This is an optimization exercise on Yosys and OpenROAD, whose aim is small area, a short achievable clock period and few clock cycles per item, not a production implementation.
Only simulation tests tie the RTL to the original design; equivalence was not proved.
No activity file was given, so power comes from the tool's default toggle rates.

==> run.sh <==
#!/bin/bash
# synth_recipe.tcl (not shown) runs the flow's synth.tcl, then flattens the netlist and writes it again
# the make line also repeats each setting of config.mk as NAME=value (left out here)
make -C /OpenROAD-flow-scripts/flow DESIGN_CONFIG=/design/flow/config.mk WORK_HOME=/design/flow/orfs CLKGATE_MAP_FILE= SYNTH_SCRIPT=/design/flow/synth_recipe.tcl finish
==> config.mk <==
export PLATFORM = sky130hd
export DESIGN_NAME = rdec
export DESIGN_NICKNAME = rdec
export VERILOG_FILES = /design/flow/design.v
export SDC_FILE = /design/flow/constraint.sdc
export NUM_CORES = 4
export LEC_CHECK = 0
export CAP_MARGIN = 20
export CORE_MARGIN = 2
export CORE_UTILIZATION = 40
export SLEW_MARGIN = 20
==> constraint.sdc <==
create_clock -name core_clock -period 10.0 [get_ports {clk}]
set_input_delay 2.0000 -clock core_clock [delete_from_list [all_inputs] [get_ports {clk}]]
set_output_delay 2.0000 -clock core_clock [all_outputs]
set_load 0.01 [all_outputs]
==> design.v <==
`default_nettype none
module rdec (
    input  wire        clk,
    input  wire        rst,           
    input  wire        cfg_valid,
    output wire        cfg_ready,
    input  wire [3:0]  cfg_nch,       
    input  wire [12:0] cfg_slots,     
    input  wire [15:0] cfg_order,     
    input  wire [23:0] cfg_weight,    
    input  wire [39:0] cfg_k0,        
    input  wire [23:0] cfg_map,       
    input  wire        in_valid,
    output wire        in_ready,
    input  wire [31:0] in_data,
    input  wire        in_last,       
    output wire        out_valid,
    input  wire        out_ready,
    output wire [23:0] out_value,
    output wire        out_last       
);
    integer i;
    reg [2:0]  nchm1;
    reg [11:0] slotsm1;
    reg [1:0]  order  [0:7];
    reg [2:0]  weight [0:7];
    reg [2:0]  mapc   [0:7];
    reg [32:0]        acc  [0:7];     
    reg [4:0]         kp   [0:7];     
    reg [7:0]         pend;           
    reg [5:0]         ncnt;           
    reg [23:0]        x1   [0:7];     
    reg [23:0]        x2   [0:7];     
    reg signed [26:0] err  [0:6];     
    reg        fe_act;                
    reg        cfg_rdy;
    reg        ftag;                  
    reg [2:0]  cf;                    
    reg [11:0] tf;                    
    reg [31:0] wb [0:3];
    reg [1:0]  widx;                  
    reg [4:0]  boff;                  
    reg [2:0]  nv;                    
    reg        lastin;                
    reg [1:0]  lastw;                 
    reg        in_rdy;
    reg        xv, xesc, xlast, xlp, xtag;
    reg [4:0]  xq, xk;
    reg [6:0]  xe;                    
    reg [2:0]  xc, xn, xw;
    reg [1:0]  xj;
    reg        rv, rlast, rlp, rtag;
    reg [26:0] ru;
    reg [23:0] rpt;
    reg [2:0]  rc, rn, rw;
    reg        ov, olast, sv, slast;
    reg [23:0] oval, sval;
    wire adv = ~sv;                   
    assign cfg_ready = cfg_rdy;
    assign in_ready  = in_rdy;
    assign out_valid = ov;
    assign out_value = oval;
    assign out_last  = olast;
    wire [1:0]  w1 = widx + 2'd1;
    wire [63:0] pd = {wb[widx], wb[w1]};
    wire [63:0] s;
    genvar g;
    generate for (g = 0; g < 64; g = g + 1) begin : g_s
        assign s[g] = pd[63-g];
    end endgenerate
    wire [31:0] ge;                   
    generate for (g = 0; g < 32; g = g + 1) begin : g_ge
        assign ge[g] = (g >= boff);
    end endgenerate
    wire [63:0] y   = {s[63:32], s[31:0] | ~ge};
    wire        esc = (&(s[31:0] | ~ge)) & (&(s[63:32] | ge));
    reg  [7:0] ghas;
    reg  [2:0] gidx [0:7];
    reg  [2:0] zg;
    reg  [5:0] z;
    always @(*) begin
        for (i = 0; i < 8; i = i + 1) begin
            ghas[i] = ~&y[8*i +: 8];
            gidx[i] = 3'd7;
            if (!y[8*i+6]) gidx[i] = 3'd6;
            if (!y[8*i+5]) gidx[i] = 3'd5;
            if (!y[8*i+4]) gidx[i] = 3'd4;
            if (!y[8*i+3]) gidx[i] = 3'd3;
            if (!y[8*i+2]) gidx[i] = 3'd2;
            if (!y[8*i+1]) gidx[i] = 3'd1;
            if (!y[8*i+0]) gidx[i] = 3'd0;
        end
        zg = 3'd7;
        for (i = 7; i >= 0; i = i - 1)
            if (ghas[i]) zg = i[2:0];
        z = {zg, gidx[zg]};
    end
    wire [4:0] kd    = kp[cf];
    wire [6:0] endp  = esc ? ({2'b00, boff} + 7'd59) : ({1'b0, z} + {2'b00, kd} + 7'd1);
    wire [1:0] wslot = widx + nv[1:0];
    wire [1:0] xwm1  = xe[6:5] - 2'd1;
    wire [1:0] wnext = widx + endp[6:5];
    wire [6:0] pend_addr = {wnext, endp[4:0]};
    wire [5:0] qd    = z - {1'b0, boff};
    wire lastc  = (cf == nchm1);
    wire lastt  = (tf == slotsm1);
    wire lastcode = lastc & lastt;
    wire dec = fe_act & adv & ((nv >= 3'd3) | lastin) & ~pend[cf];
    wire [1:0] ordd = order[cf];
    wire [1:0] jd   = (tf == 12'd0) ? 2'd0 :
                      (tf == 12'd1 && ordd == 2'd2) ? 2'd1 : ordd;
    wire [2:0] mapd = mapc[cf];
    wire [2:0] nd   = cf - mapd;
    wire [2:0] wd   = (mapd == 3'd0) ? 3'd0 : weight[cf];
    wire cfg_fire = cfg_valid & cfg_rdy;
    wire in_fire  = in_valid & in_rdy;
    wire [2:0] nv_after = nv + {2'b00, in_fire} - (dec ? {1'b0, endp[6:5]} : 3'd0);
    wire       fe_act_n = cfg_fire | (fe_act & ~(dec & lastcode));
    wire [2:0] nv_n     = (cfg_fire | (dec & lastcode)) ? 3'd0 : nv_after;
    wire       lastin_n = ~cfg_fire & (lastin | (in_fire & in_last));
    wire [1:0]  xwi = xe[6:5];
    wire [63:0] px  = {wb[xwm1], wb[xwi]};
    wire [62:0] pxs = px[63:1] >> (~xe[4:0]);
    wire [26:0] raw = pxs[26:0];
    wire [26:0] lowmask = ~(27'h7ffffff << xk);
    wire [26:0] qk  = {22'd0, xq} << xk;
    wire [26:0] ux  = xesc ? raw : (qk | (raw & lowmask));
    wire [23:0] x1x = x1[xc];
    wire [23:0] x2x = x2[xc];
    wire [23:0] ptx = (xj == 2'd0) ? 24'd0 :
                      (xj == 2'd1) ? x1x : ((x1x << 1) - x2x);
    wire [32:0] aold = acc[rc];
    wire [33:0] asum = {1'b0, aold} + {7'd0, ru};
    wire        half = (ncnt == 6'd63);
    wire [32:0] anew = half ? asum[33:1] : asum[32:0];
    wire [5:0]  nn   = half ? 6'd32 : ncnt + 6'd1;
    reg  [23:0] kc;
    reg  [32:0] hi;                   
    reg  [32:0] lo;                   
    reg  [24:0] kb;                   
    reg  [4:0]  knew;
    always @(*) begin
        hi[32] = anew[32];
        for (i = 31; i >= 0; i = i - 1) hi[i] = hi[i+1] | anew[i];
        lo[0] = 1'b0;
        for (i = 1; i < 33; i = i + 1) lo[i] = lo[i-1] | anew[i-1];
        for (i = 0; i < 24; i = i + 1)
            kc[i] = ((i + 6 <= 32) ? hi[i+6] : 1'b0) |
                    ({anew[i +: 6], lo[i]} > {nn, 1'b0});
        kb[0] = ~kc[0];
        for (i = 1; i < 24; i = i + 1) kb[i] = kc[i-1] & ~kc[i];
        kb[24] = kc[23];
        knew = 5'd0;
        for (i = 0; i < 25; i = i + 1)
            if (kb[i]) knew = knew | i[4:0];
    end
    wire awr = rv & adv & (rtag == ftag);
    wire signed [26:0] en  = (rn == 3'd7) ? 27'sd0 : err[rn];
    wire signed [30:0] e31 = en;
    wire signed [30:0] ca  = (rw == 3'd1) ? e31 :
                             (rw == 3'd2 || rw == 3'd3) ? (e31 <<< 1) :
                             (rw == 3'd4) ? (e31 <<< 2) : 31'sd0;
    wire signed [30:0] cb  = (rw == 3'd3) ? e31 : 31'sd0;
    wire signed [26:0] rr  = ru[0] ? ~{1'b0, ru[26:1]} : {1'b0, ru[26:1]};
    wire signed [30:0] r31 = rr;
    wire signed [30:0] ssum = ca + cb + (r31 <<< 2);
    wire signed [26:0] errn = ssum[28:2];
    wire [23:0]        xn_  = rpt + errn[23:0];
    wire push = rv & adv;
    wire pop  = ov & out_ready;
    wire sv_n = ~rst & (pop ? 1'b0 : (sv | (push & ov)));
    wire xv_n = adv ? dec : xv;
    always @(posedge clk) begin
        if (push) begin
            x2[rc] <= x1[rc];
            x1[rc] <= xn_;
            if (rc != 3'd7) err[rc] <= errn;
        end
        if (awr) begin
            acc[rc] <= anew;
            kp[rc]  <= knew;
            if (rlp) ncnt <= nn;
        end
        if (awr) pend[rc] <= 1'b0;
        if (dec) pend[cf] <= 1'b1;
        if (in_fire) begin
            wb[wslot] <= in_data;
            if (in_last) lastw <= wslot;
        end
        if (adv) begin
            xv    <= dec;
            xesc  <= esc;
            xq    <= qd[4:0];
            xk    <= kd;
            xe    <= pend_addr;
            xc    <= cf;
            xn    <= nd;
            xw    <= wd;
            xj    <= jd;
            xlast <= lastcode;
            xlp   <= lastc;
            xtag  <= ftag;
            rv    <= xv;
            ru    <= ux;
            rpt   <= ptx;
            rc    <= xc;
            rn    <= xn;
            rw    <= xw;
            rlast <= xlast;
            rlp   <= xlp;
            rtag  <= xtag;
        end
        if (dec) begin
            if (lastcode) begin
                widx <= lastw + 2'd1;
                boff <= 5'd0;
            end else begin
                widx <= pend_addr[6:5];
                boff <= pend_addr[4:0];
            end
            if (lastc) begin
                cf <= 3'd0;
                tf <= tf + 12'd1;
            end else begin
                cf <= cf + 3'd1;
            end
        end
        nv     <= nv_n;
        lastin <= lastin_n;
        fe_act <= fe_act_n;
        cfg_rdy <= ~fe_act_n;
        in_rdy <= fe_act_n & ~lastin_n & (nv_n != 3'd4) & ~(xv_n & sv_n);
        if (pop) begin
            if (sv) begin
                oval  <= sval;
                olast <= slast;
                sv    <= 1'b0;
            end else if (push) begin
                oval  <= xn_;
                olast <= rlast;
            end else begin
                ov <= 1'b0;
            end
        end else if (push) begin
            if (!ov) begin
                ov    <= 1'b1;
                oval  <= xn_;
                olast <= rlast;
            end else begin
                sv    <= 1'b1;
                sval  <= xn_;
                slast <= rlast;
            end
        end
        if (cfg_fire) begin
            nchm1   <= cfg_nch[2:0] - 3'd1;
            slotsm1 <= cfg_slots[11:0] - 12'd1;
            for (i = 0; i < 8; i = i + 1) begin
                order[i]  <= cfg_order[2*i +: 2];
                weight[i] <= cfg_weight[3*i +: 3];
                mapc[i]   <= cfg_map[3*i +: 3];
                acc[i]    <= 33'd1 << cfg_k0[5*i +: 5];
                kp[i]     <= cfg_k0[5*i +: 5];
            end
            pend  <= 8'd0;
            ncnt  <= 6'd1;
            ftag  <= ~ftag;
            cf    <= 3'd0;
            tf    <= 12'd0;
            widx  <= widx;
            boff  <= 5'd0;
        end
        if (rst) begin
            fe_act  <= 1'b0;
            cfg_rdy <= 1'b1;
            in_rdy  <= 1'b0;
            nv      <= 3'd0;
            lastin  <= 1'b0;
            widx    <= 2'd0;
            boff    <= 5'd0;
            xv      <= 1'b0;
            rv      <= 1'b0;
            ov      <= 1'b0;
            sv      <= 1'b0;
            olast   <= 1'b0;
            pend    <= 8'd0;
            ftag    <= 1'b0;
        end
    end
endmodule
`default_nettype wire
==> notes.md <==
path summary, 6_finish.rpt:
| kind | start | end | slack, ns | cells after the start |
|---|---|---|---|---|
| setup / recovery | flip-flop | oval[22] | 1.77 | 25 |
| setup reg to reg | flip-flop | oval[22] | 1.77 | 25 |
| hold reg to reg | xw[2] | rw[2] | 0.40 | 0 |
| hold / removal | xw[2] | rw[2] | 0.40 | 0 |
synth_stat cells (32+ instances only):
| cell type | instances |
|---|---|
| a21o_1 | 72 |
| a21oi_1 | 258 |
| and3_1 | 39 |
| buf_1 | 67 |
| clkbuf_1 | 196 |
| dfxtp_1 | 65 |
| edfxtp_1 | 1230 |
| fa_1 | 34 |
| ha_1 | 278 |
| inv_1 | 133 |
| mux2_2 | 206 |
| mux2i_1 | 154 |
| mux4_2 | 376 |
| nand2_1 | 414 |
| nand2b_1 | 54 |
| nand3_1 | 87 |
| nand4_1 | 45 |
| nor2_1 | 366 |
| nor2b_1 | 53 |
| nor3_1 | 59 |
| o21a_1 | 40 |
| o21ai_0 | 528 |
| or3_1 | 32 |
| xnor2_1 | 99 |
| xor2_1 | 65 |
registers in the layout (all words and copies together) (netlist names), 27 cells and up, named ones only:
register and count:
err 189, ru 27, acc 264, kp 40, x1 192, wb 128, x2 192
cell families (layout without fill, tap and decap cells):
kind of cell | after synthesis | count (layout) | synth area share, %
adders and majority gates | 312 | 312 | 5.858
AOI/OAI and AO/OA | 1213 | 1213 | 10.39
DFF | 1295 | 1295 | 53.86
xor gates and xnor gates | 166 | 166 | 2.094
other | 1 | 14 | 0.005282
buffers and inverters | 408 | 668 | 2.187
and+or+nand+nor | 1257 | 1257 | 8.238
muxes | 736 | 736 | 17.37
metrics by stage:
| step | cell area, µm² | setup slack (ns) | hold slack [ns] | power, mW |
|---|---|---|---|---|
| after global placement | 75790 | 1.913 | 0.4042 | 18.94 |
| after floorplan | 70990 | 2.585 | 0.4003 | 15.84 |
| after global routing | 80120 | 0.9715 | 0.4210 | 25.76 |
| after CTS | 80070 | 1.680 | 0.4124 | 24.16 |
| after detailed placement | 75790 | 1.737 | 0.4063 | 19.23 |
| final | 80120 | 1.773 | 0.4048 | 24.17 |
metal layers:
metal  GRT usage (%)  part of all wire (%)  vias to the layer above
li1                -                     -                    21400
met2           36.79                    48                     1885
met4           8.215                   3.5                        0
met5               0                     0                        -
met3           3.412                   6.7                      357
met1           31.17                    42                    23980
final cells by class:
cell class                      count  area (µm²)  area share [%]
Antenna cell                       13       32.53         0.04060
Clock buffer                      176        3659           4.566
Clock inverter                     70       613.1          0.7652
Multi-Input combinational cell   3685       31480           39.29
Tap cell                         2340        2928           3.654
Timing Repair Buffer              287        2628           3.279
Inverter                          135       514.2          0.6418
Sequential cell                  1295       38270           47.76
power by group through the flow:
| stage | combinational (mW) | sequential (mW) | clock, mW |
|---|---|---|---|
| 6_report | 10.7 | 8.59 | 4.90 |
| 3_3_place_gp | 10.3 | 8.66 | 0 |
| 5_1_grt | 12.0 | 8.61 | 5.17 |
| 4_1_cts | 10.6 | 8.58 | 4.97 |
| 2_1_floorplan | 7.41 | 8.43 | 0 |
| 3_5_place_dp | 10.5 | 8.69 | 0 |
==> run_results.csv <==
group,metric,value,unit
place,port_buffers,184,
sta,worst_pin_slew,1.118,ns
synth,synthArstFlopShare,0,%
synth,synth_nets,5859,
sta,period_needed,8.227,ns
sta,rsz0062_at_grt,"false",
grt,grt_overflow,0,
critical_path,cp-start-kind,"flip-flop",
cells_and_area,drive_gt1_share,17.40,%
drt,first_pass_iters,6,
clocking,cts_tree,"built",
synth,yosys_warnings,5,
grt,grt_max_degree,64,
cells_and_area,stdcell_count,8001,
grt,grt_usage,22.75,%
clocking,clkLatencyLatePin,0.79,ns
drt,drc_errors,0,
clocking,ctsHtreeMaxLevel,4,
synth,synth_seq_cells,1295,
flow_run,cap_violations,0,
power_and_ir_drop,swShare,38.69,%
synth,yosys-top-cells-area,"edfxtp_1, mux4_2, ha_1",
critical_path,worstSetupPathType,"reg2reg",
grt,grt_pass1_vias,46760,
critical_path,crit_fanout,16,
floorplanning,die_w,425.3,µm
drt,wl,208.4,mm
cells_and_area,final_cell_mix,"edfxtp_1, o21ai_0, nand2_1",
power_and_ir_drop,p_leak,27.32,nW
floorplanning,die-area,0.1809,mm²
cells_and_area,fin_util,45.44,%
power_and_ir_drop,power_density,301.7,mW/mm²
power_and_ir_drop,seq_power_share,35.5,%
power_and_ir_drop,intPower,14.82,mW
synth,syn_area_per_cell,13.18,µm²
sta,slew_viol_final,0,
clocking,ctsRootBufferMaster,"clkbuf_16",
place,gp_congestion,0.9118,
min_path,hold_path.class,"reg2reg",
drt,ant_nets,0,
floorplanning,initial_core_util,40.27,%
power_and_ir_drop,power_frac_clock,20.3,%
clocking,ctsHoldBuffers,0,
synth,synth-edff-count,1230,
place,place_hpwl,148.6,mm
critical_path,cpPeakStageDelay,0.92,ns
grt,antenna_found_initial,29,
critical_path,arrival,8.89,ns
critical_path,cpMostUsedCell,"a21oi_1",
sta,hold_viol,0,
cells_and_area,final_common_cell,"edfxtp_1",
synth,synthDominantCellAreaShare,52.03,%
sta,max_freq,121.6,MHz
synth,synthCells,5388,
clocking,clock_path_buffers,3,
power_and_ir_drop,ir_worst_vdd,213.4,µV
synth,netlist_area,0.07099,mm²
power_and_ir_drop,switching_power,9.351,mW
cells_and_area,syn_to_final_growth,12.86,%
grt,grt_pass1_wl,306.6,mm
drt,vias,47620,
critical_path,critPathSlowestCell,"dfxtp_1",
clocking,path_clk_slew,0.06,ns
floorplanning,rows,154,
clocking,clkSinkCount,1295,
sta,setup_tns,0,ns
place,place_inst,7742,
clocking,cts_resized,0,
drt,drt_first_iter_violations,5512,
critical_path,worst_ep_required_time,10.66,ns
critical_path,end_kind,"flip-flop",
critical_path,critPathBufInv,1,
power_and_ir_drop,combPwrFrac,44.2,%
synth,yosys.area.top_type,"edfxtp_1",
synth,synth-seq-area-share,53.86,%
critical_path,crit_family,"compound AO/OA/AOI/OAI gates",
sta,fin_crit_sh,82.27,%
run_status,status,"no timing/DRC/antenna violations",
sta,max_slew_margin,25.26,%
drt,wl_per_cell,26.05,µm
cells_and_area,n_fill_cell,15730,
floorplanning,io_pins,187,
sta,fin_skew,0.03505,ns
clocking,postCtsSetupRepairBufs,0,
floorplanning,core_region_area,0.1763,mm²
synth,yosysUniqueCellTypes,93,
drt,via_per_inst,5.952,
cells_and_area,nNetsFinal,6014,
sta,final-setup-viol-count,0,
synth,synth_ff_type,"edfxtp_1",
clocking,cts_buffers,139,
floorplanning,die_height,425.3,µm
Testbench counts, summed over its fixed seeds: cycles 101,636, items 72,418.

-- static timing again, ports no longer ideal --
The flow's constraints put no driver on any port. The routed layout listed below was extracted and timed again, unchanged, in two steps.
Step 1: set_driving_cell puts a clkbuf_16 on clk and a buf_2 on each other input, an assumption about the parent block.
Step 2 moves the port delays by t, midway between the first and last clock arrival at a register: inputs arrive t later, outputs are due t later. That takes back most of the time a late clock gives input paths.
Slacks: no drivers / after step 1 / after step 2; pairs: no drivers / after step 1.
t, ns: 0.859
slack for setup (ns): 1.773 / 1.773 / 1.773
hold slack, ns: 0.405 / 0.405 / 0.405
clock arrival spread, ns: 0.036 / 0.036
pins driven straight from the clock port: 1
After both steps setup and hold are still met in this run. The setup slack of this run moves by 0.000 ns with the drivers and by 0.000 ns with both steps.
